What follows belongs to an exercise in optimizing a design on an open flow for small area; a production flow would make more cautious choices.
Function was checked by simulation only, so behaviour that the tests miss may differ from the original.
Power and IR drop assume default switching activity.

<file path="config.mk">
export PLATFORM = sky130hd
export DESIGN_NAME = kt_seq_engine
export DESIGN_NICKNAME = kt_seq_engine
export VERILOG_FILES = /design/flow/design.v
export SDC_FILE = /design/flow/constraint.sdc
export NUM_CORES = 4
export LEC_CHECK = 0
export CAP_MARGIN = 20
export CORE_MARGIN = 2
export CORE_UTILIZATION = 40
export PLACE_DENSITY = 0.6
export SLEW_MARGIN = 20
</file>
<file path="constraint.sdc">
create_clock -name core_clock -period 10.0 [get_ports {clk}]
set_input_delay 2.0000 -clock core_clock [delete_from_list [all_inputs] [get_ports {clk}]]
set_output_delay 2.0000 -clock core_clock [all_outputs]
set_load 0.01 [all_outputs]
</file>
<file path="design.v">
module kt_seq_engine (
    input  wire         clk,
    input  wire         rst_n,        
    input  wire         start,
    input  wire         stop,
    input  wire         clr_trap,
    input  wire         cfg_we,
    input  wire [4:0]   cfg_addr,
    input  wire [63:0]  cfg_wdata,
    input  wire [4:0]   rd_addr,
    output wire [63:0]  rd_data,
    output wire [11:0]  pc,
    input  wire [127:0] instr,
    output wire [11:0]  tm_addr_f,
    output wire [11:0]  tm_addr_t,
    output wire [11:0]  tm_addr_d,
    output wire [11:0]  tm_addr_z,
    input  wire [63:0]  tm_rdata_f,
    input  wire [63:0]  tm_rdata_t,
    input  wire [63:0]  tm_rdata_d,
    input  wire [63:0]  tm_rdata_z,
    input  wire         vec_ready,
    output wire         vec_valid,
    output wire [31:0]  vec_xa,
    output wire [31:0]  vec_ya,
    output wire [31:0]  vec_z,
    output wire [63:0]  vec_data,
    output wire [47:0]  vec_vctl,
    output wire         vec_mtag,
    output wire         vec_last,
    output wire [31:0]  vec_seq,
    input  wire         fail_in,
    input  wire         mres_valid,
    input  wire         mres_pass,
    input  wire [7:0]   trig,
    input  wire [15:0]  fcond,
    input  wire         slp,
    input  wire         slx,
    output wire [3:0]   evt_pulse,
    output wire         evt_post,
    output wire [15:0]  evt_payload,
    output wire         sl_req,
    output wire [3:0]   sl_prof,
    output wire [2:0]   state,
    output reg  [2:0]   stopc,
    output reg  [3:0]   trap_cause,
    output reg  [11:0]  trap_pc
);
    localparam [7:0] F_NOP = 8'h00, F_JMP = 8'h01, F_CALL = 8'h02, F_RET = 8'h03,
                     F_LOOP = 8'h04, F_LDLC = 8'h05, F_LDLCT = 8'h06, F_CMPLC = 8'h07,
                     F_WAIT = 8'h08, F_SETT = 8'h09, F_MATCH = 8'h0A, F_SLALOM = 8'h0B,
                     F_EVT = 8'h0C, F_CLRF = 8'h0D, F_STOP = 8'h0E;
    reg  [1:0]  st;           
    reg  [11:0] pc_r;
    reg  [31:0] x, y, z, xb, yb, xl, yl;
    reg  [31:0] dmx, dmy;
    reg  [63:0] d0, d1, d2, d3;
    reg  [31:0] lc0, lc1, lc2, lc3, lc4, lc5, lc6, lc7;
    reg  [11:0] stk [0:15];
    reg  [4:0]  sp;
    reg  [30:0] prbs;
    reg  [31:0] tmr;
    reg  [11:0] entry;
    reg  [3:0]  mto;
    reg  [31:0] vcount;
    reg         f_fail, f_match, f_zero, f_cx, f_cy, f_timer;
    reg  [7:0]  f_trig;
    reg         mhold;        
    reg  [7:0]  mcnt;         
    integer i;
    wire [7:0]  flow  = instr[127:120];
    wire [23:0] fopd  = instr[119:96];
    wire [23:0] aop   = instr[95:72];
    wire [23:0] dop   = instr[71:48];
    wire [47:0] vctl  = instr[47:0];
    wire [11:0] tgt   = fopd[11:0];
    wire [5:0]  cc    = fopd[17:12];
    wire        neg   = fopd[18];
    wire        clr   = fopd[19];
    wire [2:0]  lcn   = fopd[22:20];
    wire [19:0] imm20 = fopd[19:0];
    wire [23:0] imm24 = fopd[23:0];
    wire [2:0]  xop   = aop[2:0];
    wire [2:0]  yop   = aop[5:3];
    wire [2:0]  zop   = aop[8:6];
    wire        carry = aop[9];
    wire        clrc  = aop[10];
    wire [11:0] taddr = aop[23:12];
    wire [2:0]  vsrc  = dop[2:0];
    wire        inv   = dop[3];
    wire        padv  = dop[4];
    wire [2:0]  dopc  = dop[7:5];
    wire [1:0]  dr    = dop[9:8];
    wire [11:0] daddr = dop[23:12];
    wire        emit  = vctl[0];
    wire cc_legal = (cc <= 6'h0A) || (cc >= 6'h10 && cc <= 6'h17) || (cc >= 6'h20 && cc <= 6'h2F);
    wire clr_ok = !clr || cc == 6'h01 || cc == 6'h02 || cc == 6'h04 || cc == 6'h05;
    reg flow_ok;
    always @(*) begin
        case (flow)
            F_NOP:    flow_ok = (fopd == 24'd0);
            F_JMP,
            F_CALL:   flow_ok = cc_legal && clr_ok && fopd[23:20] == 4'd0;
            F_RET:    flow_ok = cc_legal && clr_ok && fopd[23:20] == 4'd0 && tgt == 12'd0;
            F_LOOP:   flow_ok = fopd[19:12] == 8'd0 && fopd[23] == 1'b0;
            F_LDLC,
            F_CMPLC:  flow_ok = fopd[23] == 1'b0;
            F_LDLCT:  flow_ok = fopd[19:12] == 8'd0 && fopd[23] == 1'b0;
            F_WAIT:   flow_ok = cc_legal && clr_ok && fopd[23:20] == 4'd0 && tgt == 12'd0 &&
                                !(cc == 6'h00 && neg) && cc != 6'h07 && cc != 6'h08;
            F_SETT:   flow_ok = 1'b1;
            F_MATCH:  flow_ok = (fopd == 24'd0) && emit;
            F_SLALOM: flow_ok = cc_legal && fopd[11:4] == 8'd0 && !clr && fopd[23:20] == 4'd0;
            F_EVT:    flow_ok = fopd[7:5] == 3'd0;
            F_CLRF:   flow_ok = fopd[23:4] == 20'd0;
            F_STOP:   flow_ok = cc_legal && tgt == 12'd0 && !clr && fopd[22:20] == 3'd0;
            default:  flow_ok = 1'b0;
        endcase
    end
    wire illegal = !flow_ok || xop == 3'd7 || yop == 3'd7 ||
                   (carry && xop != 3'd1 && xop != 3'd2) ||
                   aop[11] || dop[11:10] != 2'd0;
    function [31:0] incdec32;
        input [31:0] a;
        input        dec;
        reg          c;
        integer      n;
        begin
            c = 1'b1;
            for (n = 0; n < 32; n = n + 1) begin
                incdec32[n] = a[n] ^ c;
                c = c & (a[n] ^ dec);
            end
        end
    endfunction
    wire running  = (st == 2'b01);
    wire start_go = start && !st[0];                  
    wire fetching = running && !stop && !mhold;
    wire cfg_ok   = cfg_we && !running;
    wire x_eq_l = (x == xl);
    wire x_eq_b = (x == xb);
    wire y_eq_l = (y == yl);
    wire y_eq_b = (y == yb);
    wire x_inc = (xop == 3'd1);
    wire x_dec = (xop == 3'd2);
    wire y_inc = (yop == 3'd1);
    wire y_dec = (yop == 3'd2);
    wire x_wrap = (x_inc && x_eq_l) || (x_dec && x_eq_b);
    wire y_step = !carry || x_wrap;
    wire y_wrap_raw = (y_inc && y_eq_l) || (y_dec && y_eq_b);
    wire y_wrap = y_step && y_wrap_raw;
    wire [31:0] x_id = incdec32(x, x_dec);
    wire [31:0] y_id = incdec32(y, y_dec);
    wire [31:0] z_id = incdec32(z, zop == 3'd2);
    reg [63:0] prbs_word;
    reg [30:0] prbs_s;
    reg        prbs_b;
    integer    k;
    always @(*) begin
        prbs_s = prbs;
        for (k = 0; k < 64; k = k + 1) begin
            prbs_b = prbs_s[30] ^ prbs_s[27];
            prbs_s = {prbs_s[29:0], prbs_b};
            prbs_word[k] = prbs_b;
        end
    end
    wire [30:0] prbs_adv = prbs_s;
    wire inv_bit = ^(x & dmx) ^ ^(y & dmy);
    wire [63:0] vdata_raw =
        ({64{vsrc == 3'd0}} & d0) | ({64{vsrc == 3'd1}} & d1) |
        ({64{vsrc == 3'd2}} & d2) | ({64{vsrc == 3'd3}} & d3) |
        ({64{vsrc == 3'd4}} & prbs_word) |
        ({64{vsrc == 3'd5}} & tm_rdata_d) |
        ({64{vsrc == 3'd6}} & tm_rdata_z);
    wire [63:0] vdata = vdata_raw ^ {64{inv && inv_bit}};
    wire [63:0] dsel =
        ({64{dr == 2'd0}} & d0) | ({64{dr == 2'd1}} & d1) |
        ({64{dr == 2'd2}} & d2) | ({64{dr == 2'd3}} & d3);
    wire [63:0] dsel_inc = dsel + 64'd1;
    reg cond_lo;
    always @(*) begin
        case (cc[3:0])
            4'h0:    cond_lo = 1'b1;
            4'h1:    cond_lo = f_fail;
            4'h2:    cond_lo = f_match;
            4'h3:    cond_lo = f_zero;
            4'h4:    cond_lo = f_cx;
            4'h5:    cond_lo = f_cy;
            4'h6:    cond_lo = f_timer;
            4'h7:    cond_lo = x_wrap;
            4'h8:    cond_lo = y_wrap;
            4'h9:    cond_lo = slp;
            default: cond_lo = slx;
        endcase
    end
    wire cond_raw = cc[5] ? fcond[cc[3:0]] : cc[4] ? f_trig[cc[2:0]] : cond_lo;
    wire cond = cond_raw ^ neg;
    wire [11:0] pc_next = pc_r + 12'd1;
    wire [31:0] lc_sel =
        ({32{lcn == 3'd0}} & lc0) | ({32{lcn == 3'd1}} & lc1) |
        ({32{lcn == 3'd2}} & lc2) | ({32{lcn == 3'd3}} & lc3) |
        ({32{lcn == 3'd4}} & lc4) | ({32{lcn == 3'd5}} & lc5) |
        ({32{lcn == 3'd6}} & lc6) | ({32{lcn == 3'd7}} & lc7);
    wire lc_zero = (lc_sel == 32'd0);
    wire is_jmp  = (flow == F_JMP);
    wire is_call = (flow == F_CALL);
    wire is_ret  = (flow == F_RET);
    wire is_loop = (flow == F_LOOP);
    wire is_ldlc = (flow == F_LDLC);
    wire is_ldlct = (flow == F_LDLCT);
    wire is_cmplc = (flow == F_CMPLC);
    wire is_wait = (flow == F_WAIT);
    wire is_sett = (flow == F_SETT);
    wire is_match = (flow == F_MATCH);
    wire is_stop = (flow == F_STOP);
    wire is_evt  = (flow == F_EVT);
    wire is_clrf = (flow == F_CLRF);
    wire trap_ill   = fetching && illegal;
    wire trap_over  = fetching && !illegal && is_call && cond && sp == 5'd16;
    wire trap_under = fetching && !illegal && is_ret && cond && sp == 5'd0;
    wire fetch_trap = trap_ill || trap_over || trap_under;
    wire wait_hold = is_wait && !cond;
    wire port_hold = emit && !vec_ready;
    wire issue = fetching && !fetch_trap && !wait_hold && !port_hold;
    wire [7:0] mlimit = {(mto == 4'd0) ? 4'd1 : mto, 4'd0};
    wire mres_now = running && !stop && mhold && mres_valid;
    wire match_timeout = running && !stop && mhold && !mres_valid && mcnt == mlimit;
    wire stop_taken = is_stop && cond;
    wire call_go = issue && is_call && cond;
    wire ret_go  = issue && is_ret && cond;
    wire loop_go = is_loop && !lc_zero;
    wire uses_clr = is_jmp || is_call || is_ret || is_wait;
    wire clr_fail  = issue && ((uses_clr && clr && cc == 6'h01) || (is_clrf && fopd[0]));
    wire clr_match = issue && ((uses_clr && clr && cc == 6'h02) || (is_clrf && fopd[1]));
    wire clr_cx    = issue && ((uses_clr && clr && cc == 6'h04) || (is_clrf && fopd[2]) || clrc);
    wire clr_cy    = issue && ((uses_clr && clr && cc == 6'h05) || (is_clrf && fopd[3]) || clrc);
    wire [3:0] sp_m1 = sp[3:0] - 4'd1;
    reg [11:0] stk_top;
    always @(*) begin
        stk_top = 12'd0;
        for (i = 0; i < 16; i = i + 1)
            stk_top = stk_top | ({12{sp_m1 == i[3:0]}} & stk[i]);
    end
    assign pc        = pc_r;
    assign tm_addr_f = fopd[11:0];
    assign tm_addr_t = taddr;
    assign tm_addr_d = daddr;
    assign tm_addr_z = z[11:0];
    assign vec_valid = issue && emit;
    assign vec_xa    = x;
    assign vec_ya    = y;
    assign vec_z     = z;
    assign vec_data  = vdata;
    assign vec_vctl  = vctl;
    assign vec_mtag  = is_match;
    assign vec_last  = stop_taken;
    assign vec_seq   = vcount;
    assign evt_pulse   = (issue && is_evt) ? fopd[3:0] : 4'd0;
    assign evt_post    = issue && is_evt && fopd[4];
    assign evt_payload = fopd[23:8];
    assign sl_req      = issue && flow == F_SLALOM && cond;
    assign sl_prof     = fopd[3:0];
    assign state = {st, 1'b0};
    wire [13:0] flags = {f_timer, f_cy, f_cx, f_zero, f_trig, f_match, f_fail};
    function sel;
        input [4:0] a;
        input [4:0] n;
        sel = (a == n);
    endfunction
    assign rd_data[63:32] =
        ({32{sel(rd_addr, 5'd8)}}  & d0[63:32]) | ({32{sel(rd_addr, 5'd9)}}  & d1[63:32]) |
        ({32{sel(rd_addr, 5'd10)}} & d2[63:32]) | ({32{sel(rd_addr, 5'd11)}} & d3[63:32]);
    assign rd_data[31:0] =
        ({32{sel(rd_addr, 5'd0)}}  & x)   | ({32{sel(rd_addr, 5'd1)}}  & y)   |
        ({32{sel(rd_addr, 5'd2)}}  & z)   | ({32{sel(rd_addr, 5'd3)}}  & xb)  |
        ({32{sel(rd_addr, 5'd4)}}  & yb)  | ({32{sel(rd_addr, 5'd5)}}  & xl)  |
        ({32{sel(rd_addr, 5'd6)}}  & yl)  | ({32{sel(rd_addr, 5'd7)}}  & dmx) |
        ({32{sel(rd_addr, 5'd8)}}  & d0[31:0]) | ({32{sel(rd_addr, 5'd9)}}  & d1[31:0]) |
        ({32{sel(rd_addr, 5'd10)}} & d2[31:0]) | ({32{sel(rd_addr, 5'd11)}} & d3[31:0]) |
        ({32{sel(rd_addr, 5'd12)}} & lc0) | ({32{sel(rd_addr, 5'd13)}} & lc1) |
        ({32{sel(rd_addr, 5'd14)}} & lc2) | ({32{sel(rd_addr, 5'd15)}} & lc3) |
        ({32{sel(rd_addr, 5'd16)}} & lc4) | ({32{sel(rd_addr, 5'd17)}} & lc5) |
        ({32{sel(rd_addr, 5'd18)}} & lc6) | ({32{sel(rd_addr, 5'd19)}} & lc7) |
        ({32{sel(rd_addr, 5'd20)}} & {1'b0, prbs}) |
        ({32{sel(rd_addr, 5'd21)}} & tmr) |
        ({32{sel(rd_addr, 5'd22)}} & dmy) |
        ({32{sel(rd_addr, 5'd23)}} & {20'd0, entry}) |
        ({32{sel(rd_addr, 5'd24)}} & {28'd0, mto}) |
        ({32{sel(rd_addr, 5'd25)}} & {18'd0, flags}) |
        ({32{sel(rd_addr, 5'd26)}} & {11'd0, sp, 4'd0, pc_r}) |
        ({32{sel(rd_addr, 5'd27)}} & vcount);
    wire        cfg_sel_any = cfg_ok;
    wire [31:0] wlo = cfg_wdata[31:0];
    function cw;    
        input [4:0] n;
        cw = cfg_ok && (cfg_addr == n);
    endfunction
    wire [31:0] wlo_r0 = {32{rst_n}} & wlo;
    wire [31:0] wlo_r1 = {32{!rst_n}} | wlo;
    wire sx_id = rst_n && running && ((x_inc && !x_eq_l) || (x_dec && !x_eq_b));
    wire sx_b  = rst_n && running && ((x_inc && x_eq_l) || xop == 3'd3);
    wire sx_l  = rst_n && running && ((x_dec && x_eq_b) || xop == 3'd4);
    wire sx_y  = rst_n && running && xop == 3'd5;
    wire sx_t  = rst_n && running && xop == 3'd6;
    wire sx_w  = rst_n && !running;
    wire [31:0] x_in = ({32{sx_id}} & x_id) | ({32{sx_b}} & xb) | ({32{sx_l}} & xl) |
                       ({32{sx_y}} & y) | ({32{sx_t}} & tm_rdata_t[31:0]) | ({32{sx_w}} & wlo);
    wire x_en = !rst_n || cw(5'd0) || (issue && xop != 3'd0);
    wire sy_id = rst_n && running && ((y_inc && !y_eq_l) || (y_dec && !y_eq_b));
    wire sy_b  = rst_n && running && ((y_inc && y_eq_l) || yop == 3'd3);
    wire sy_l  = rst_n && running && ((y_dec && y_eq_b) || yop == 3'd4);
    wire sy_x  = rst_n && running && yop == 3'd5;
    wire sy_t  = rst_n && running && yop == 3'd6;
    wire sy_w  = rst_n && !running;
    wire [31:0] y_in = ({32{sy_id}} & y_id) | ({32{sy_b}} & yb) | ({32{sy_l}} & yl) |
                       ({32{sy_x}} & x) | ({32{sy_t}} & tm_rdata_t[63:32]) | ({32{sy_w}} & wlo);
    wire y_en = !rst_n || cw(5'd1) || (issue && yop != 3'd0 && y_step);
    wire sz_id = rst_n && running && (zop == 3'd1 || zop == 3'd2);
    wire sz_x  = rst_n && running && zop == 3'd4;
    wire sz_y  = rst_n && running && zop == 3'd5;
    wire sz_a  = rst_n && running && zop == 3'd6;
    wire sz_t  = rst_n && running && zop == 3'd7;
    wire sz_w  = rst_n && !running;
    wire [31:0] z_in = ({32{sz_id}} & z_id) | ({32{sz_x}} & x) | ({32{sz_y}} & y) |
                       ({32{sz_a}} & {20'd0, taddr}) | ({32{sz_t}} & tm_rdata_t[31:0]) |
                       ({32{sz_w}} & wlo);
    wire z_en = !rst_n || cw(5'd2) || (issue && zop != 3'd0);
    wire sd_w   = rst_n && !running;
    wire sd_not = rst_n && running && dopc == 3'd1;
    wire sd_rl  = rst_n && running && dopc == 3'd2;
    wire sd_rr  = rst_n && running && dopc == 3'd3;
    wire sd_td  = rst_n && running && dopc == 3'd4;
    wire sd_pr  = rst_n && running && dopc == 3'd5;
    wire sd_inc = rst_n && running && dopc == 3'd6;
    wire sd_tz  = rst_n && running && dopc == 3'd7;
    wire [63:0] d_in = ({64{sd_w}} & cfg_wdata) | ({64{sd_not}} & ~dsel) |
                       ({64{sd_rl}} & {dsel[62:0], dsel[63]}) |
                       ({64{sd_rr}} & {dsel[0], dsel[63:1]}) |
                       ({64{sd_td}} & tm_rdata_d) | ({64{sd_pr}} & prbs_word) |
                       ({64{sd_inc}} & dsel_inc) | ({64{sd_tz}} & tm_rdata_z);
    wire d_wr = issue && dopc != 3'd0;
    wire d0_en = !rst_n || cw(5'd8)  || (d_wr && dr == 2'd0);
    wire d1_en = !rst_n || cw(5'd9)  || (d_wr && dr == 2'd1);
    wire d2_en = !rst_n || cw(5'd10) || (d_wr && dr == 2'd2);
    wire d3_en = !rst_n || cw(5'd11) || (d_wr && dr == 2'd3);
    wire sl_w   = rst_n && !running;
    wire sl_dec = rst_n && running && is_loop;
    wire sl_imm = rst_n && running && is_ldlc;
    wire sl_tf  = rst_n && running && is_ldlct;
    wire [31:0] lc_dec = lc_sel - 32'd1;
    wire [31:0] l_in = ({32{sl_w}} & wlo) | ({32{sl_dec}} & lc_dec) |
                       ({32{sl_imm}} & {12'd0, imm20}) | ({32{sl_tf}} & tm_rdata_f[31:0]);
    wire l_wr = issue && (loop_go || is_ldlc || is_ldlct);
    wire [7:0] lc_en;
    genvar g;
    generate
        for (g = 0; g < 8; g = g + 1) begin : g_lcen
            assign lc_en[g] = !rst_n || cw(5'd12 + g) || (l_wr && lcn == g);
        end
    endgenerate
    wire sp_w   = rst_n && !running;
    wire sp_adv = rst_n && running;
    wire w_prbs_zero = (cfg_wdata[30:0] == 31'd0);
    wire [30:0] prbs_in = ({31{sp_w}} & cfg_wdata[30:0]) | ({31{sp_adv}} & prbs_adv) |
                          {30'd0, !rst_n || (sp_w && w_prbs_zero)};
    wire prbs_en = !rst_n || cw(5'd20) || (issue && padv);
    wire tmr_nz  = (tmr != 32'd0);
    wire tmr_one = (tmr == 32'd1);
    wire tmr_w   = cw(5'd21);
    wire tmr_s   = issue && is_sett;
    wire [31:0] tmr_dec = tmr - 32'd1;
    wire [31:0] tmr_in = ({32{rst_n && tmr_w}} & wlo) |
                         ({32{rst_n && tmr_s}} & {8'd0, imm24}) |
                         ({32{rst_n && !tmr_w && !tmr_s}} & tmr_dec);
    wire tmr_en = !rst_n || tmr_w || tmr_s || tmr_nz;
    always @(posedge clk) begin
        if (call_go)
            stk[sp[3:0]] <= pc_next;
    end
    always @(posedge clk) begin
        if (x_en)  x  <= x_in;
        if (y_en)  y  <= y_in;
        if (z_en)  z  <= z_in;
        if (!rst_n || cw(5'd3)) xb  <= wlo_r0;
        if (!rst_n || cw(5'd4)) yb  <= wlo_r0;
        if (!rst_n || cw(5'd5)) xl  <= wlo_r1;
        if (!rst_n || cw(5'd6)) yl  <= wlo_r1;
        if (!rst_n || cw(5'd7)) dmx <= wlo_r0;
        if (!rst_n || cw(5'd22)) dmy <= wlo_r0;
        if (!rst_n || cw(5'd23)) entry <= wlo_r0[11:0];
        if (!rst_n || cw(5'd24)) mto   <= wlo_r0[3:0];
        if (d0_en) d0 <= d_in;
        if (d1_en) d1 <= d_in;
        if (d2_en) d2 <= d_in;
        if (d3_en) d3 <= d_in;
        if (lc_en[0]) lc0 <= l_in;
        if (lc_en[1]) lc1 <= l_in;
        if (lc_en[2]) lc2 <= l_in;
        if (lc_en[3]) lc3 <= l_in;
        if (lc_en[4]) lc4 <= l_in;
        if (lc_en[5]) lc5 <= l_in;
        if (lc_en[6]) lc6 <= l_in;
        if (lc_en[7]) lc7 <= l_in;
        if (prbs_en) prbs <= prbs_in;
        if (tmr_en)  tmr  <= tmr_in;
        mcnt <= (issue && is_match) ? 8'd1 : mcnt + 8'd1;
    end
    always @(posedge clk) begin
        if (!rst_n) begin
            st         <= 2'b00;
            pc_r       <= 12'd0;
            sp         <= 5'd0;
            vcount     <= 32'd0;
            f_fail     <= 1'b0;
            f_match    <= 1'b0;
            f_zero     <= 1'b0;
            f_cx       <= 1'b0;
            f_cy       <= 1'b0;
            f_timer    <= 1'b0;
            f_trig     <= 8'd0;
            mhold      <= 1'b0;
            stopc      <= 3'd0;
            trap_cause <= 4'd0;
            trap_pc    <= 12'd0;
        end else begin
            f_trig <= trig;
            if (tmr_w)
                f_timer <= f_timer && (wlo == 32'd0);
            else if (tmr_s)
                f_timer <= f_timer && (imm24 == 24'd0);
            else if (tmr_one)
                f_timer <= 1'b1;
            if (start_go)
                f_fail <= fail_in;
            else if (fail_in || (mres_now && !mres_pass))
                f_fail <= 1'b1;
            else if (clr_fail)
                f_fail <= 1'b0;
            if (start_go)
                f_match <= 1'b0;
            else if (mres_now)
                f_match <= mres_pass;
            else if (clr_match)
                f_match <= 1'b0;
            if (start_go)
                f_cx <= 1'b0;
            else if (issue && x_wrap)
                f_cx <= 1'b1;
            else if (clr_cx)
                f_cx <= 1'b0;
            if (start_go)
                f_cy <= 1'b0;
            else if (issue && y_wrap)
                f_cy <= 1'b1;
            else if (clr_cy)
                f_cy <= 1'b0;
            if (issue && is_loop)
                f_zero <= lc_zero;
            else if (issue && is_cmplc)
                f_zero <= (lc_sel == {12'd0, imm20});
            case (st)
                2'b00, 2'b10: begin
                    if (start) begin
                        st     <= 2'b01;
                        pc_r   <= entry;
                        sp     <= 5'd0;
                        vcount <= 32'd0;
                        mhold  <= 1'b0;
                    end
                end
                2'b11: begin
                    if (clr_trap)
                        st <= 2'b00;
                end
                default: begin
                    if (stop) begin
                        st    <= 2'b10;
                        stopc <= 3'd3;
                        mhold <= 1'b0;
                    end else if (mhold) begin
                        if (mres_valid) begin
                            mhold <= 1'b0;
                        end else if (match_timeout) begin
                            mhold      <= 1'b0;
                            st         <= 2'b11;
                            stopc      <= 3'd7;
                            trap_cause <= 4'h6;
                            trap_pc    <= pc_r;
                        end
                    end else if (fetch_trap) begin
                        st      <= 2'b11;
                        stopc   <= 3'd7;
                        trap_pc <= pc_r;
                        if (trap_ill)
                            trap_cause <= 4'h2;
                        else if (trap_over)
                            trap_cause <= 4'h3;
                        else
                            trap_cause <= 4'h4;
                    end
                end
            endcase
            if (issue) begin
                if ((is_jmp && cond) || call_go || loop_go)
                    pc_r <= tgt;
                else if (ret_go)
                    pc_r <= stk_top;
                else
                    pc_r <= pc_next;
                if (call_go)
                    sp <= sp + 5'd1;
                else if (ret_go)
                    sp <= sp - 5'd1;
                if (is_match)
                    mhold <= 1'b1;
                if (stop_taken) begin
                    st    <= 2'b10;
                    stopc <= 3'd1;
                end
                if (emit)
                    vcount <= vcount + 32'd1;
            end
        end
    end
endmodule
</file>
<file path="run.sh">
#!/bin/bash
# synth_recipe.tcl (not shown) runs the flow's synth.tcl, then flattens the netlist and writes it again
# the make line also repeats each setting of config.mk as NAME=value (left out here)
make -C /OpenROAD-flow-scripts/flow DESIGN_CONFIG=/design/flow/config.mk WORK_HOME=/design/flow/orfs CLKGATE_MAP_FILE= SYNTH_SCRIPT=/design/flow/synth_recipe.tcl finish
</file>
==> impl_metrics.json, run 1 <==
{
  "syn_to_final_growth_pct": 22.3,
  "hold_buffers": 0,
  "p_total_mw": 16.5,
  "synth.distinct_cells": 93,
  "port_buffers": 756,
  "met2_usage_pct": 69.8,
  "yosysWarningCount": 1,
  "grt_max_degree": 65,
  "wl_mm": 472,
  "slowest_stage": "nand4b_1",
  "worstPathArrival_ns": 6.73,
  "fin_skew_ns": 0.0592,
  "min_period_ns": 8.73,
  "status": "timing/DRC/antenna clean",
  "final_core_util_pct": 49.4,
  "syn_area_per_cell_um2": 11.0,
  "cts_tree": "built",
  "die_w_um": 418,
  "path_cells": "clkdlybuf4s50_1 > buf_4 > nand4b_1 > nand4b_1 > a31oi_1 > a31oi_2 > xnor2_1 > mux2i_1 > nor2_1 > and4_1 > clkdlybuf4s50_1",
  "regArea_um2": 34000,
  "root_buffer": "clkbuf_16",
  "power.leakage_nw": 28.5,
  "drive_gt1_share_pct": 12.6,
  "ant_nets": 0,
  "avgRoutedWirePerCell_um": 51.4,
  "min_path_type": "reg -> reg",
  "syn_area_um2": 68600,
  "vias_per_cell": 7.61,
  "clockBufferDepth": 3,
  "syn_inst": 6210,
  "slew_headroom_pct": 7.98,
  "num_vias": 69900,
  "p_per_area_nw_per_um2": 197,
  "gp_congestion": 1.13,
  "dieArea_um2": 175000,
  "multi_input_area_um2": 32000,
  "critical_path_buf_inv_count": 3,
  "cts_max_level": 4,
  "initial_core_util_pct": 40.4,
  "grt_use_met3_pct": 25.1,
  "path_max_fanout": 18,
  "slew_violations": 0,
  "critPathTopFamily": "simple AND/OR/NAND/NOR gates",
  "seq_area_frac_synth_pct": 49.6,
  "timing.final.hold_violations": 0,
  "dpl_worst_slack_ns": 1.47,
  "grt_pass1_wl_mm": 603,
  "die_y_um": 418,
  "dr.pass1.iters": 8,
  "cp-start-kind": "primary input",
  "clk_pin_slew_ns": 0.05,
  "grt_pass1_vias": 61200,
  "post_cts_resized": 0,
  "post_cts_buffers": 0,
  "worstPathRequired_ns": 8.00,
  "max_freq_ghz": 0.115,
  "worst_pin_slew_ns": 1.38,
  "busiest_layer": "met2",
  "use_met1_pct": 64.7,
  "cts_buffers": 140,
  "place_hpwl_mm": 355,
  "core_area_um2": 170000,
  "rsz0062_at_grt": "false",
  "clock-sinks": 1163,
  "maxCapViolations": 0,
  "post-route-period-util_pct": 87.3,
  "clock_latency_ns": 0.84,
  "cp-end-kind": "output port",
  "async_flop_share_pct": 0,
  "fill_cells": 15500,
  "ios": 909,
  "worstSetupPathType": "in -> out",
  "max_stage_delay_ns": 0.82,
  "drcViolationCount": 0,
  "synthFlopType": "edfxtp_1",
  "antenna_found_initial": 107,
  "report.final.setup_viol": 0,
  "globalRouteTotalUtil_pct": 52.1,
  "ys_ff_latch": 1163,
  "nets": 7263,
  "setup_tns_ns": 0,
  "overflow": 0,
  "worst_slack_ns": 1.27,
  "drt_iter0_drc": 14500,
  "rows": 151,
  "ir_worst_vdd_uv": 263,
  "synth_edf_count": 1071
}
## per-layer routing
layer / share of wire [%] / wire length [µm]
met5: 0.14 / 675
met4: 8.8 / 41600
met3: 17 / 78400
met2: 39 / 186000
met1: 35 / 166000
## metrics by stage
stage          hold slack (ns)  cells  area (µm²)
2_1_floorplan            0.396   6211       68600
3_3_place_gp             0.412   8825       78800
3_5_place_dp             0.420   8826       78800
4_1_cts                  0.434   9078       83500
5_1_grt                  0.457   9119       83700
6_report                 0.427   9187       83900
## worst paths after layout
kind	start	end	slack [ns]	cells after the start
setup / recovery	instr[109]	evt_pulse[1]	1.27	11
hold / removal	mcnt[0]	mcnt[0]	0.43	1
setup reg to reg	x[17]	prbs[8]	2.87	12
hold reg to reg	mcnt[0]	mcnt[0]	0.43	1
## cell type report
class                           count  share of cell area [%]
Clock buffer                      165                    4.35
Clock inverter                     87                    1.25
Antenna cell                      105                   0.313
Inverter                           51                   0.230
Timing Repair Buffer             1064                    11.8
Sequential cell                  1163                    40.5
Multi-Input combinational cell   4334                    38.2
Tap cell                         2218                    3.31
## worst reg2reg max path, stage by stage, from the launching register on
cell,delay [ns]
edfxtp_1,0.64
xnor2_1,0.54
nand4_1,0.26
nor4_2,0.93
nand2_1,0.27
o211ai_1,0.89
a31oi_2,0.41
mux2i_1,0.51
or2_2,0.52
buf_4,0.52
nand2_1,0.34
o211ai_1,0.22
buf_4,0.56
## registers in the layout (all words and copies together), names as in the netlist, 64 cells and up
| register | cells |
|---|---|
| stk | 192 |
| d0 | 64 |
| d1 | 64 |
| d2 | 64 |
| d3 | 64 |
## kinds of logic (layout without fill, tap and decap cells)
| kind of cell | after synthesis | in the layout | share of synthesized area [%] |
|---|---|---|---|
| AO/OA/AOI/OAI | 1767 | 1767 | 19.2 |
| XOR/XNOR | 614 | 614 | 7.84 |
| adder cells (fa/ha/maj) | 15 | 15 | 0.274 |
| buffers and inverters | 714 | 1367 | 4.67 |
| flip-flops | 1163 | 1163 | 49.6 |
| multiplexers | 306 | 306 | 6.56 |
| other | 1 | 107 | 0.00547 |
| AND/OR/NAND/NOR | 1630 | 1630 | 11.9 |
## report_power, final
part | switching [mW] | internal, mW | total, mW | leakage (nW)
logic | 2.87 | 1.91 | 4.79 | 14.5
registers | 0.625 | 5.70 | 6.33 | 11.6
clock network | 2.35 | 3.08 | 5.43 | 2.30
total | 5.84 | 10.7 | 16.5 | 28.5
## Yosys cell counts (49+ instances only)
cell type	n	area, µm²
a21oi_1	203	1020
a221o_1	54	541
a221oi_1	309	2710
a222oi_1	77	771
a22o_1	143	1250
a22oi_1	461	3460
and2_1	75	469
and3_1	67	419
buf_1	63	236
buf_4	128	961
clkbuf_1	440	1650
dfxtp_1	92	1840
edfxtp_1	1071	32200
inv_1	49	184
mux2_2	85	957
mux2i_1	115	1150
mux4_2	106	2390
nand2_1	440	1650
nand2b_1	74	463
nand3_1	171	856
nand4_1	155	970
nor2_1	337	1260
nor3_1	81	405
o211ai_1	64	480
o21ai_0	241	1210
or3_1	50	313
xnor2_1	333	2920
xor2_1	281	2460
## cells in the final DEF (no fill, tap or decap), types with 73 or more instances in the layout
cell,netlist,final
nand4_1,155,155
nor2_1,337,296
dfxtp_1,92,92
xor2_1,281,278
a22o_1,143,143
a222oi_1,77,77
clkdlybuf4s50_1,0,745
buf_4,128,308
a221oi_1,309,308
nand2_1,440,439
diode_2,0,105
mux2i_1,115,112
nand2b_1,74,73
edfxtp_1,1071,1071
o21ai_0,241,223
nand3_1,171,171
a22oi_1,461,461
a21oi_1,203,203
clkbuf_16,0,142
mux4_2,106,106
mux2_2,85,85
and2_1,75,75
xnor2_1,333,329
==> inputs of run 2 (changes only) <==
--- a/design.v
+++ b/design.v
@@ -123,10 +123,11 @@
     function [31:0] incdec32;
         input [31:0] a;
         input        dec;
+        input        cin;
         reg          c;
         integer      n;
         begin
-            c = 1'b1;
+            c = cin;
             for (n = 0; n < 32; n = n + 1) begin
                 incdec32[n] = a[n] ^ c;
                 c = c & (a[n] ^ dec);
@@ -149,9 +150,12 @@
     wire y_step = !carry || x_wrap;
     wire y_wrap_raw = (y_inc && y_eq_l) || (y_dec && y_eq_b);
     wire y_wrap = y_step && y_wrap_raw;
-    wire [31:0] x_id = incdec32(x, x_dec);
-    wire [31:0] y_id = incdec32(y, y_dec);
-    wire [31:0] z_id = incdec32(z, zop == 3'd2);
+    wire x_step = issue && ((x_inc && !x_eq_l) || (x_dec && !x_eq_b));
+    wire y_stepv = issue && y_step && ((y_inc && !y_eq_l) || (y_dec && !y_eq_b));
+    wire z_step = issue && (zop == 3'd1 || zop == 3'd2);
+    wire [31:0] x_id = incdec32(x, x_dec, x_step);
+    wire [31:0] y_id = incdec32(y, y_dec, y_stepv);
+    wire [31:0] z_id = incdec32(z, zop == 3'd2, z_step);
     reg [63:0] prbs_word;
     reg [30:0] prbs_s;
     reg        prbs_b;
@@ -297,34 +301,37 @@
     endfunction
     wire [31:0] wlo_r0 = {32{rst_n}} & wlo;
     wire [31:0] wlo_r1 = {32{!rst_n}} | wlo;
-    wire sx_id = rst_n && running && ((x_inc && !x_eq_l) || (x_dec && !x_eq_b));
-    wire sx_b  = rst_n && running && ((x_inc && x_eq_l) || xop == 3'd3);
-    wire sx_l  = rst_n && running && ((x_dec && x_eq_b) || xop == 3'd4);
-    wire sx_y  = rst_n && running && xop == 3'd5;
-    wire sx_t  = rst_n && running && xop == 3'd6;
-    wire sx_w  = rst_n && !running;
+    wire x_ld  = issue && !x_step && xop != 3'd0;        
+    wire x_wr  = cw(5'd0);
+    wire sx_id = rst_n && !x_ld && !x_wr;
+    wire sx_b  = rst_n && x_ld && ((x_inc && x_eq_l) || xop == 3'd3);
+    wire sx_l  = rst_n && x_ld && ((x_dec && x_eq_b) || xop == 3'd4);
+    wire sx_y  = rst_n && x_ld && xop == 3'd5;
+    wire sx_t  = rst_n && x_ld && xop == 3'd6;
+    wire sx_w  = rst_n && x_wr;
     wire [31:0] x_in = ({32{sx_id}} & x_id) | ({32{sx_b}} & xb) | ({32{sx_l}} & xl) |
                        ({32{sx_y}} & y) | ({32{sx_t}} & tm_rdata_t[31:0]) | ({32{sx_w}} & wlo);
-    wire x_en = !rst_n || cw(5'd0) || (issue && xop != 3'd0);
-    wire sy_id = rst_n && running && ((y_inc && !y_eq_l) || (y_dec && !y_eq_b));
-    wire sy_b  = rst_n && running && ((y_inc && y_eq_l) || yop == 3'd3);
-    wire sy_l  = rst_n && running && ((y_dec && y_eq_b) || yop == 3'd4);
-    wire sy_x  = rst_n && running && yop == 3'd5;
-    wire sy_t  = rst_n && running && yop == 3'd6;
-    wire sy_w  = rst_n && !running;
+    wire y_ld  = issue && y_step && !y_stepv && yop != 3'd0;
+    wire y_wr  = cw(5'd1);
+    wire sy_id = rst_n && !y_ld && !y_wr;
+    wire sy_b  = rst_n && y_ld && ((y_inc && y_eq_l) || yop == 3'd3);
+    wire sy_l  = rst_n && y_ld && ((y_dec && y_eq_b) || yop == 3'd4);
+    wire sy_x  = rst_n && y_ld && yop == 3'd5;
+    wire sy_t  = rst_n && y_ld && yop == 3'd6;
+    wire sy_w  = rst_n && y_wr;
     wire [31:0] y_in = ({32{sy_id}} & y_id) | ({32{sy_b}} & yb) | ({32{sy_l}} & yl) |
                        ({32{sy_x}} & x) | ({32{sy_t}} & tm_rdata_t[63:32]) | ({32{sy_w}} & wlo);
-    wire y_en = !rst_n || cw(5'd1) || (issue && yop != 3'd0 && y_step);
-    wire sz_id = rst_n && running && (zop == 3'd1 || zop == 3'd2);
-    wire sz_x  = rst_n && running && zop == 3'd4;
-    wire sz_y  = rst_n && running && zop == 3'd5;
-    wire sz_a  = rst_n && running && zop == 3'd6;
-    wire sz_t  = rst_n && running && zop == 3'd7;
-    wire sz_w  = rst_n && !running;
+    wire z_ld  = issue && zop >= 3'd3;              
+    wire z_wr  = cw(5'd2);
+    wire sz_id = rst_n && !z_ld && !z_wr;
+    wire sz_x  = rst_n && z_ld && zop == 3'd4;
+    wire sz_y  = rst_n && z_ld && zop == 3'd5;
+    wire sz_a  = rst_n && z_ld && zop == 3'd6;
+    wire sz_t  = rst_n && z_ld && zop == 3'd7;
+    wire sz_w  = rst_n && z_wr;
     wire [31:0] z_in = ({32{sz_id}} & z_id) | ({32{sz_x}} & x) | ({32{sz_y}} & y) |
                        ({32{sz_a}} & {20'd0, taddr}) | ({32{sz_t}} & tm_rdata_t[31:0]) |
                        ({32{sz_w}} & wlo);
-    wire z_en = !rst_n || cw(5'd2) || (issue && zop != 3'd0);
     wire sd_w   = rst_n && !running;
     wire sd_not = rst_n && running && dopc == 3'd1;
     wire sd_rl  = rst_n && running && dopc == 3'd2;
@@ -358,12 +365,12 @@
             assign lc_en[g] = !rst_n || cw(5'd12 + g) || (l_wr && lcn == g);
         end
     endgenerate
-    wire sp_w   = rst_n && !running;
-    wire sp_adv = rst_n && running;
+    wire sp_w   = rst_n && cw(5'd20);
+    wire sp_adv = rst_n && issue && padv;
+    wire sp_h   = rst_n && !sp_w && !sp_adv;
     wire w_prbs_zero = (cfg_wdata[30:0] == 31'd0);
     wire [30:0] prbs_in = ({31{sp_w}} & cfg_wdata[30:0]) | ({31{sp_adv}} & prbs_adv) |
                           {30'd0, !rst_n || (sp_w && w_prbs_zero)};
-    wire prbs_en = !rst_n || cw(5'd20) || (issue && padv);
     wire tmr_nz  = (tmr != 32'd0);
     wire tmr_one = (tmr == 32'd1);
     wire tmr_w   = cw(5'd21);
@@ -371,16 +378,41 @@
     wire [31:0] tmr_dec = tmr - 32'd1;
     wire [31:0] tmr_in = ({32{rst_n && tmr_w}} & wlo) |
                          ({32{rst_n && tmr_s}} & {8'd0, imm24}) |
-                         ({32{rst_n && !tmr_w && !tmr_s}} & tmr_dec);
-    wire tmr_en = !rst_n || tmr_w || tmr_s || tmr_nz;
+                         ({32{rst_n && !tmr_w && !tmr_s && tmr_nz}} & tmr_dec);
+    reg [31:0] vcount_inc;
+    reg        vc_c;
+    integer    m;
+    always @(*) begin
+        vc_c = issue && emit;
+        for (m = 0; m < 32; m = m + 1) begin
+            vcount_inc[m] = vcount[m] ^ vc_c;
+            vc_c = vc_c & vcount[m];
+        end
+    end
+    wire [31:0] vcount_in = {32{rst_n && !start_go}} & vcount_inc;
+    wire pc_tgt = issue && ((is_jmp && cond) || call_go || loop_go);
+    wire pc_ret = issue && ret_go;
+    reg [11:0] pc_inc;
+    reg        pc_c;
+    always @(*) begin
+        pc_c = issue && !pc_tgt && !pc_ret;
+        for (m = 0; m < 12; m = m + 1) begin
+            pc_inc[m] = pc_r[m] ^ pc_c;
+            pc_c = pc_c & pc_r[m];
+        end
+    end
+    wire [11:0] pc_in = ({12{rst_n && start_go}} & entry) |
+                        ({12{rst_n && pc_tgt}} & tgt) |
+                        ({12{rst_n && pc_ret}} & stk_top) |
+                        ({12{rst_n && !start_go && !pc_tgt && !pc_ret}} & pc_inc);
     always @(posedge clk) begin
         if (call_go)
             stk[sp[3:0]] <= pc_next;
     end
     always @(posedge clk) begin
-        if (x_en)  x  <= x_in;
-        if (y_en)  y  <= y_in;
-        if (z_en)  z  <= z_in;
+        x <= x_in;
+        y <= y_in;
+        z <= z_in;
         if (!rst_n || cw(5'd3)) xb  <= wlo_r0;
         if (!rst_n || cw(5'd4)) yb  <= wlo_r0;
         if (!rst_n || cw(5'd5)) xl  <= wlo_r1;
@@ -401,16 +433,16 @@
         if (lc_en[5]) lc5 <= l_in;
         if (lc_en[6]) lc6 <= l_in;
         if (lc_en[7]) lc7 <= l_in;
-        if (prbs_en) prbs <= prbs_in;
-        if (tmr_en)  tmr  <= tmr_in;
+        if (!sp_h) prbs <= prbs_in;
+        if (!rst_n || tmr_w || tmr_s || tmr_nz) tmr <= tmr_in;
+        vcount <= vcount_in;
+        pc_r <= pc_in;
         mcnt <= (issue && is_match) ? 8'd1 : mcnt + 8'd1;
     end
     always @(posedge clk) begin
         if (!rst_n) begin
             st         <= 2'b00;
-            pc_r       <= 12'd0;
             sp         <= 5'd0;
-            vcount     <= 32'd0;
             f_fail     <= 1'b0;
             f_match    <= 1'b0;
             f_zero     <= 1'b0;
@@ -462,9 +494,7 @@
                 2'b00, 2'b10: begin
                     if (start) begin
                         st     <= 2'b01;
-                        pc_r   <= entry;
                         sp     <= 5'd0;
-                        vcount <= 32'd0;
                         mhold  <= 1'b0;
                     end
                 end
@@ -501,12 +531,6 @@
                 end
             endcase
             if (issue) begin
-                if ((is_jmp && cond) || call_go || loop_go)
-                    pc_r <= tgt;
-                else if (ret_go)
-                    pc_r <= stk_top;
-                else
-                    pc_r <= pc_next;
                 if (call_go)
                     sp <= sp + 5'd1;
                 else if (ret_go)
@@ -517,8 +541,6 @@
                     st    <= 2'b10;
                     stopc <= 3'd1;
                 end
-                if (emit)
-                    vcount <= vcount + 32'd1;
             end
         end
     end
==> flow/run.sh (new file) <==
#!/bin/bash
# Own layout flow: the standard flow (standard.sh, unchanged synthesis), with
#  - plain buf_1 cells as the port buffers (every port still gets its buffer),
#  - a clock tree built from small clock buffers, without CTS dummy loads.
# make's full output goes to flow_make.log here; ORFS keeps each tool's log under orfs/logs/.
set -euo pipefail
export BUFFER_PORTS_ARGS="-buffer_cell sky130_fd_sc_hd__buf_1"
export CTS_ARGS="-sink_clustering_enable -repair_clock_nets -dont_use_dummy_load -buf_list {sky130_fd_sc_hd__clkbuf_4 sky130_fd_sc_hd__clkbuf_8} -sink_clustering_size 16 -sink_clustering_max_diameter 60"
bash standard.sh finish > flow_make.log 2>&1
==> standard.sh (new file) <==
#!/bin/bash
# synth_recipe.tcl (not shown) runs the flow's synth.tcl, then flattens the netlist and writes it again
# the make line also repeats each setting of config.mk as NAME=value (left out here)
make -C /OpenROAD-flow-scripts/flow DESIGN_CONFIG=/design/flow/config.mk WORK_HOME=/design/flow/orfs CLKGATE_MAP_FILE= SYNTH_SCRIPT=/design/flow/synth_recipe.tcl "${@:-finish}"
==> config.mk (replaced) <==
export PLATFORM = sky130hd
export DESIGN_NAME = kt_seq_engine
export DESIGN_NICKNAME = kt_seq_engine
export VERILOG_FILES = /design/flow/design.v
export SDC_FILE = /design/flow/constraint.sdc
export NUM_CORES = 4
export LEC_CHECK = 0
export CAP_MARGIN = 10
export CORE_MARGIN = 2
export CORE_UTILIZATION = 55
export PLACE_DENSITY = 0.7
export SLEW_MARGIN = 10
removed: run.sh
==> impl_metrics.json, run 2 <==
{
  "ant_nets": 0,
  "use_met1_pct": 72.7,
  "reg2reg_from": "xb[24]",
  "switching_share_pct": 33.1,
  "timing.final.hold_violations": 0,
  "fin_skew_ns": 0.162,
  "drcViolationCount": 0,
  "worst-r2r-setup-slack_ns": 0.22,
  "yosys-top-cells-count": "edfxtp_1, a22oi_1, nand2_1",
  "rsz0062_at_grt": "false",
  "synth_top_area_cell": "edfxtp_1",
  "synth.area.mux_share_pct": 6.38,
  "dr.pass1.iters": 13,
  "clock_latency_ns": 0.95,
  "antenna_found_initial": 56,
  "intPower_mw": 7.20,
  "fill_cells": 10400,
  "fin_area_um2": 75600,
  "place_area_um2": 73800,
  "nets": 7463,
  "wl_mm": 402,
  "syn_area_um2": 68400,
  "syn_inst": 6308,
  "core_area_um2": 124000,
  "hold_end": "mcnt[0]",
  "busiest_layer": "met2",
  "avgRoutedWirePerCell_um": 46.7,
  "mostFrequentLayoutCells": "edfxtp_1, buf_1, a22oi_1",
  "hold_buffers": 0,
  "min_from": "mcnt[0]",
  "vias_per_cell": 8.19,
  "report.final.setup_viol": 0,
  "seq_area_frac_synth_pct": 48.3,
  "async_flop_share_pct": 0,
  "met2_usage_pct": 76.1,
  "worstPathRequired_ns": 10.76,
  "clockBufferDepth": 3,
  "grt_pass1_wl_mm": 527,
  "largest_reg_flops": 192,
  "drt_iter0_drc": 17600,
  "grt_pass1_vias": 61800,
  "worstSetupPathType": "reg -> reg",
  "die_w_um": 357,
  "final_core_util_pct": 61.1,
  "slowest_stage": "edfxtp_1",
  "synthFlopType": "edfxtp_1",
  "p_per_area_nw_per_um2": 143,
  "yosysWarningCount": 1,
  "worstPathArrival_ns": 10.54,
  "cp_common_cell": "ha_1",
  "maxCapViolations": 0,
  "initial_core_util_pct": 55.4,
  "ios": 909,
  "max_freq_ghz": 0.102,
  "final_common_cell": "edfxtp_1",
  "synth_compound_area_share_pct": 19.9,
  "cp-end-kind": "register",
  "cp-start-kind": "register",
  "ir_worst_vdd_uv": 163,
  "worst_pin_slew_ns": 1.44,
  "syn_area_per_cell_um2": 10.8,
  "synth-xor-area-share_pct": 7.52,
  "cts_max_level": 3,
  "port_buffers": 756,
  "ys_ff_latch": 1163,
  "critPathTopFamily": "adder cells",
  "cts_tree": "built",
  "synth_adder_area_share_pct": 1.04,
  "die_y_um": 357,
  "drive_gt1_share_pct": 11.9,
  "dieArea_um2": 127000,
  "min_period_ns": 9.78,
  "max_stage_delay_ns": 0.66,
  "num_vias": 70500,
  "min_path_type": "reg -> reg",
  "synth_edf_count": 975,
  "globalRouteTotalUtil_pct": 60.9,
  "rows": 129,
  "syn_to_final_growth_pct": 10.4,
  "synth_top_family_by_area": "compound AO/OA/AOI/OAI gates",
  "clk_pin_slew_ns": 0.10,
  "overflow": 0,
  "gp_congestion": 1.15,
  "p_sw_mw": 3.57,
  "slew_violations": 0,
  "status": "timing/DRC/antenna clean",
  "p_comb_share_pct": 19.1,
  "synth-simple-area-share_pct": 12.0,
  "power.leakage_nw": 25.1,
  "place_hpwl_mm": 294,
  "synth_most_common_cell": "edfxtp_1",
  "rr_endpoint": "vcount[31]",
  "grt_max_degree": 69,
  "root_buffer": "clkbuf_8",
  "cts_buffers": 113,
  "post_cts_resized": 0,
  "reg2regPathDepth": 44,
  "path_max_fanout": 3,
  "pwr-share-seq_pct": 55.8,
  "hold-path-cell-count": 1,
  "synth.distinct_cells": 90,
  "slew_headroom_pct": 3.77,
  "post-route-period-util_pct": 97.8,
  "synth_area_leaders": "edfxtp_1, a22oi_1, dfxtp_1, xnor2_1, mux4_2",
  "post_cts_buffers": 0,
  "critical_path_buf_inv_count": 2,
  "clkPwrFrac_pct": 25.1,
  "grt_use_met3_pct": 38.4,
  "yosysTopAreaCellShare_pct": 42.8,
  "clock-sinks": 1163
}
## run 2: cell type report
type	instances	area, µm²	area share, %
diodes	62	155	0.205
clock buffers	113	1560	2.06
inverters	71	267	0.353
multi-input cells	4424	32600	43.2
flip-flops and latches	1163	33000	43.7
well taps	1637	2050	2.71
repair buffers	1139	5870	7.77
## run 2: how the worst max path moves through the flow
stage / start / cells after the start / endpoint / slack (ns)
6_report: xb[24] / 44 / vcount[31] / 0.22
5_1_grt: instr[109] / 44 / vcount[31] / 0.06
4_1_cts: instr[109] / 44 / vcount[31] / 0.47
3_5_place_dp: instr[109] / 44 / vcount[31] / -0.36
3_3_place_gp: instr[109] / 44 / vcount[31] / -0.30
2_1_floorplan: instr[109] / 46 / vcount[30] / 0.003
## run 2: logic make-up (layout without fill, tap and decap cells)
family,count (synthesis),after routing
xor gates and xnor gates,588,588
adders and majority gates,57,57
DFF,1163,1163
and+or+nand+nor,1641,1641
other,1,64
AOI/OAI and AO/OA,1840,1840
muxes,296,296
buffers and inverters,722,1323
## run 2: per-stage QoR
step	worst slack (ns)	hold slack [ns]	total power, mW	cells	TNS, ns
after floorplan	0.00303	0.408	6.92	6309	0
after CTS	0.465	0.458	10.5	8544	0
final	0.220	0.460	10.8	8609	0
after detailed placement	-0.365	0.443	7.92	8431	-0.924
after global routing	0.0585	0.476	10.8	8566	0
after global placement	-0.305	0.426	7.89	8431	-0.727
## run 2: per-layer routing
layer	up-vias	part of all wire, %
li1	25700	-
met1	33800	32
met2	8617	36
met3	2316	21
met4	46	11
met5	-	0.36
## run 2: power by group through the flow
stage / combinational, mW / clock [mW] / sequential (mW)
floorplan: 1.10 / 0 / 5.82
global placement: 1.86 / 0 / 6.04
detailed placement: 1.87 / 0 / 6.05
CTS: 1.88 / 2.63 / 5.94
global route: 2.06 / 2.79 / 5.98
finish: 2.06 / 2.70 / 6.01
==> inputs of run 3 (changes only) <==
--- a/design.v
+++ b/design.v
@@ -42,8 +42,8 @@
     output wire         sl_req,
     output wire [3:0]   sl_prof,
     output wire [2:0]   state,
-    output reg  [2:0]   stopc,
-    output reg  [3:0]   trap_cause,
+    output wire [2:0]   stopc,
+    output wire [3:0]   trap_cause,
     output reg  [11:0]  trap_pc
 );
     localparam [7:0] F_NOP = 8'h00, F_JMP = 8'h01, F_CALL = 8'h02, F_RET = 8'h03,
@@ -66,6 +66,8 @@
     reg         f_fail, f_match, f_zero, f_cx, f_cy, f_timer;
     reg  [7:0]  f_trig;
     reg         mhold;        
+    reg  [1:0]  stopk;        
+    reg  [2:0]  tcause;       
     reg  [7:0]  mcnt;         
     integer i;
     wire [7:0]  flow  = instr[127:120];
@@ -257,7 +259,7 @@
     assign vec_data  = vdata;
     assign vec_vctl  = vctl;
     assign vec_mtag  = is_match;
-    assign vec_last  = stop_taken;
+    assign vec_last  = issue && stop_taken;
     assign vec_seq   = vcount;
     assign evt_pulse   = (issue && is_evt) ? fopd[3:0] : 4'd0;
     assign evt_post    = issue && is_evt && fopd[4];
@@ -265,6 +267,8 @@
     assign sl_req      = issue && flow == F_SLALOM && cond;
     assign sl_prof     = fopd[3:0];
     assign state = {st, 1'b0};
+    assign stopc = {stopk[1] & stopk[0], stopk[1], stopk[1] | stopk[0]};
+    assign trap_cause = {1'b0, tcause};
     wire [13:0] flags = {f_timer, f_cy, f_cx, f_zero, f_trig, f_match, f_fail};
     function sel;
         input [4:0] a;
@@ -370,6 +374,7 @@
     wire sp_h   = rst_n && !sp_w && !sp_adv;
     wire w_prbs_zero = (cfg_wdata[30:0] == 31'd0);
     wire [30:0] prbs_in = ({31{sp_w}} & cfg_wdata[30:0]) | ({31{sp_adv}} & prbs_adv) |
+                          ({31{sp_h}} & prbs) |
                           {30'd0, !rst_n || (sp_w && w_prbs_zero)};
     wire tmr_nz  = (tmr != 32'd0);
     wire tmr_one = (tmr == 32'd1);
@@ -433,8 +438,8 @@
         if (lc_en[5]) lc5 <= l_in;
         if (lc_en[6]) lc6 <= l_in;
         if (lc_en[7]) lc7 <= l_in;
-        if (!sp_h) prbs <= prbs_in;
-        if (!rst_n || tmr_w || tmr_s || tmr_nz) tmr <= tmr_in;
+        prbs <= prbs_in;
+        tmr  <= tmr_in;
         vcount <= vcount_in;
         pc_r <= pc_in;
         mcnt <= (issue && is_match) ? 8'd1 : mcnt + 8'd1;
@@ -451,8 +456,8 @@
             f_timer    <= 1'b0;
             f_trig     <= 8'd0;
             mhold      <= 1'b0;
-            stopc      <= 3'd0;
-            trap_cause <= 4'd0;
+            stopk      <= 2'b00;
+            tcause     <= 3'd0;
             trap_pc    <= 12'd0;
         end else begin
             f_trig <= trig;
@@ -505,7 +510,7 @@
                 default: begin
                     if (stop) begin
                         st    <= 2'b10;
-                        stopc <= 3'd3;
+                        stopk <= 2'b10;
                         mhold <= 1'b0;
                     end else if (mhold) begin
                         if (mres_valid) begin
@@ -513,20 +518,20 @@
                         end else if (match_timeout) begin
                             mhold      <= 1'b0;
                             st         <= 2'b11;
-                            stopc      <= 3'd7;
-                            trap_cause <= 4'h6;
+                            stopk      <= 2'b11;
+                            tcause     <= 3'd6;
                             trap_pc    <= pc_r;
                         end
                     end else if (fetch_trap) begin
                         st      <= 2'b11;
-                        stopc   <= 3'd7;
+                        stopk   <= 2'b11;
                         trap_pc <= pc_r;
                         if (trap_ill)
-                            trap_cause <= 4'h2;
+                            tcause <= 3'd2;
                         else if (trap_over)
-                            trap_cause <= 4'h3;
+                            tcause <= 3'd3;
                         else
-                            trap_cause <= 4'h4;
+                            tcause <= 3'd4;
                     end
                 end
             endcase
@@ -539,7 +544,7 @@
                     mhold <= 1'b1;
                 if (stop_taken) begin
                     st    <= 2'b10;
-                    stopc <= 3'd1;
+                    stopk <= 2'b01;
                 end
             end
         end
==> flow/run.sh (replaced) <==
#!/bin/bash
# Own layout flow: the standard flow (standard.sh, its synthesis unchanged) with
#  - plain buf_1 cells as the port buffers (every port still gets its buffer);
#  - a clock tree of small clock buffers, without CTS dummy loads.
# make's full output goes to flow_make.log here; ORFS keeps each tool's log under orfs/logs/.
set -euo pipefail
export BUFFER_PORTS_ARGS="-buffer_cell sky130_fd_sc_hd__buf_1"
export CTS_ARGS="-sink_clustering_enable -repair_clock_nets -dont_use_dummy_load -buf_list {sky130_fd_sc_hd__clkbuf_4 sky130_fd_sc_hd__clkbuf_8} -sink_clustering_size 16 -sink_clustering_max_diameter 60"
bash standard.sh finish > flow_make.log 2>&1
--- a/config.mk
+++ b/config.mk
@@ -7,6 +7,6 @@
 export LEC_CHECK = 0
 export CAP_MARGIN = 10
 export CORE_MARGIN = 2
-export CORE_UTILIZATION = 55
-export PLACE_DENSITY = 0.7
+export CORE_UTILIZATION = 45
+export PLACE_DENSITY = 0.6
 export SLEW_MARGIN = 10
==> impl_metrics.json, run 3 <==
{
  "post_cts_buffers": 0,
  "worst_pin_slew_ns": 1.53,
  "p_total_mw": 10.9,
  "cts_buffers": 119,
  "dpl.cell_count": 8872,
  "nets": 7527,
  "post-route-period-util_pct": 97.7,
  "yosysTopAreaCellShare_pct": 40.6,
  "syn_area_um2": 67500,
  "ant_nets": 0,
  "globalRouteTotalUtil_pct": 49.5,
  "cp-end-kind": "register",
  "min_from": "mcnt[0]",
  "grt_max_degree": 83,
  "syn_area_per_cell_um2": 10.6,
  "syn_to_final_growth_pct": 12.2,
  "dr.pass1.iters": 13,
  "core_area_um2": 149000,
  "clock-sinks": 1162,
  "holdWs_ns": 0.435,
  "worstPathArrival_ns": 10.51,
  "slew_violations": 7,
  "slowest_stage": "nor4_4",
  "hold-path-cell-count": 1,
  "slew_headroom_pct": -2.10,
  "root_buffer": "clkbuf_8",
  "worstPathRequired_ns": 10.73,
  "synth_edf_count": 912,
  "async_flop_share_pct": 0,
  "min_path_type": "reg -> reg",
  "grt_pass1_vias": 61300,
  "yosysWarningCount": 1,
  "synth_top_area_cell": "edfxtp_1",
  "vias_per_cell": 7.43,
  "max_stage_delay_ns": 0.50,
  "num_vias": 67300,
  "rsz0062_at_grt": "false",
  "hold_end": "mcnt[0]",
  "ir_worst_vdd_uv": 143,
  "violatedChecks": "capacitance limit, slew limit",
  "ios": 909,
  "power.leakage_nw": 25.9,
  "path_max_fanout": 2,
  "report.final.setup_viol": 0,
  "clock_latency_ns": 0.94,
  "initial_core_util_pct": 45.2,
  "reg2reg_from": "yl[25]",
  "largest_reg_flops": 192,
  "synthFlopType": "edfxtp_1",
  "rr_endpoint": "vcount[31]",
  "fill_cells": 13800,
  "maxCapViolations": 1,
  "p_per_area_nw_per_um2": 143,
  "synth.distinct_cells": 86,
  "rows": 142,
  "wl_mm": 392,
  "timing.final.hold_violations": 0,
  "ys_ff_latch": 1162,
  "synth_area_leaders": "edfxtp_1, dfxtp_1, a22oi_1, xnor2_1, mux4_2",
  "overflow": 0,
  "clockBufferDepth": 3,
  "status": "failed layout checks",
  "final_common_cell": "edfxtp_1",
  "syn_inst": 6342,
  "mostFrequentLayoutCells": "edfxtp_1, buf_1, a22oi_1",
  "gp_congestion": 1.08,
  "reg2regPathDepth": 46,
  "yosys-top-cells-count": "edfxtp_1, a22oi_1, nand2_1",
  "die_w_um": 391,
  "drive_gt1_share_pct": 12.4,
  "drt_iter0_drc": 13400,
  "dieArea_um2": 153000,
  "avgRoutedWirePerCell_um": 43.3,
  "grt_pass1_wl_mm": 520,
  "worst-r2r-setup-slack_ns": 0.23,
  "die_y_um": 391,
  "place_hpwl_mm": 289,
  "final_core_util_pct": 50.7,
  "drcViolationCount": 0,
  "seq_area_frac_synth_pct": 48.0,
  "min_period_ns": 9.77,
  "layout.cells.non_filler": 9055,
  "cp_common_cell": "ha_1",
  "fin_skew_ns": 0.0908,
  "worstSetupPathType": "reg -> reg",
  "antenna_found_initial": 72,
  "cts_tree": "built",
  "clk_pin_slew_ns": 0.10,
  "cp-start-kind": "register",
  "synth_most_common_cell": "edfxtp_1",
  "port_buffers": 756,
  "max_freq_ghz": 0.102,
  "cts_max_level": 3
}
run 3: cell types whose count changed after synthesis, moves of 20 or more:
cell      delta
buf_2       -57
a22o_1      -27
a221o_1     -22
dfxtp_1     +62
nand2_1     +74
a21oi_1     -20
xnor2_1     -74
edfxtp_1    -63
clkbuf_1    +77
a222oi_1    +31
xor2_1      +72
nand3_1     +37
run 3: how the worst max path moves through the flow:
stage	start	endpoint	cells past startpoint	slack (ns)
2_1_floorplan	instr[109]	vcount[30]	44	-0.03
3_3_place_gp	instr[125]	vcount[31]	44	-0.58
3_5_place_dp	instr[109]	vcount[31]	43	-0.47
4_1_cts	xl[1]	vcount[31]	45	0.04
5_1_grt	instr[108]	vcount[31]	44	0.0006
6_report	yl[25]	vcount[31]	46	0.23
run 3: repair_timing:
action,in CTS,in global routing
resized for setup,2,18
hold buffers,0,0
endpoints found under the setup margin,2,4
cloned,0,0
pin swaps,0,3
run 3: per-layer routing:
| metal | GRT usage, % | part of all wire (%) |
|---|---|---|
| met1 | 60.4 | 34 |
| met3 | 16.0 | 14 |
| met5 | 0 | 0.072 |
| met4 | 40.8 | 11 |
| met2 | 71.2 | 41 |
run 3: through the flow:
step / setup TNS (ns) / area, µm² / worst slack (ns)
after floorplan: -0.0278 / 67500 / -0.0278
final: 0 / 75700 / 0.227
after global placement: -1.96 / 73800 / -0.579
after global routing: 0 / 75700 / 0.000639
after detailed placement: -1.26 / 73800 / -0.469
after CTS: 0 / 75400 / 0.0433
run 3: cell type report:
cell class / instances / area (µm²) / area share, %
diodes: 64 / 160 / 0.211
clock buffers: 119 / 1640 / 2.16
multi-input cells: 4449 / 32700 / 43.1
flip-flops and latches: 1162 / 32400 / 42.8
inverters: 78 / 293 / 0.387
repair buffers: 1167 / 6070 / 8.02
well taps: 2016 / 2520 / 3.33
run 3: worst max-delay path, delay by kind of cell (launching register included):
family | cells | cell delay [ns]
AO/OA/AOI/OAI | 3 | 0.67
XOR/XNOR | 2 | 0.55
adder cells (fa/ha/maj) | 31 | 6.08
buffers and inverters | 3 | 0.55
flip-flops | 1 | 0.41
AND/OR/NAND/NOR | 7 | 1.30
run 3: cell families after synthesis:
| family | count (synthesis) | synth area share (%) |
|---|---|---|
| other | 1 | 0.00556 |
| DFF | 1162 | 48.0 |
| AOI/OAI and AO/OA | 1810 | 19.8 |
| and+or+nand+nor | 1698 | 12.2 |
| adders and majority gates | 56 | 1.04 |
| xor gates and xnor gates | 586 | 7.61 |
| buffers and inverters | 732 | 4.82 |
| muxes | 297 | 6.54 |
run 3: report_power, final:
| group | internal [mW] | switching [mW] | total [mW] |
|---|---|---|---|
| sequential | 5.54 | 0.361 | 5.90 |
| clock | 1.05 | 1.72 | 2.76 |
| combinational | 0.713 | 1.49 | 2.21 |
| total | 7.30 | 3.57 | 10.9 |

==> what the ideal ports hide <==
In the flow no input, the clock included, has a driving cell. The finished layouts below were timed again as built, in two steps. Step 1: set_driving_cell puts a clkbuf_16 on clk and a buf_2 on each other input, an assumption about the parent block. Step 2 times the ports against the registers' clock, not the clock port: input delays grow and output delays shrink by t, the midpoint of the rising clock arrivals with the driver on. Three values: no drivers, after step 1, after step 2; two values: the first two.
run | t (ns) | setup WS [ns] | worst slew at a driven data input, ns
run 1 | 0.897 | 1.268 / 1.236 / 1.236 | 0.34
run 2 | 0.951 | 0.220 / 0.220 / -0.605 | 0.54
run 3 | 0.980 | 0.227 / 0.227 / -0.564 | 0.19
The setup slack of run 2, which loses most, moves by 0.000 ns with the drivers and by -0.825 ns with both steps.
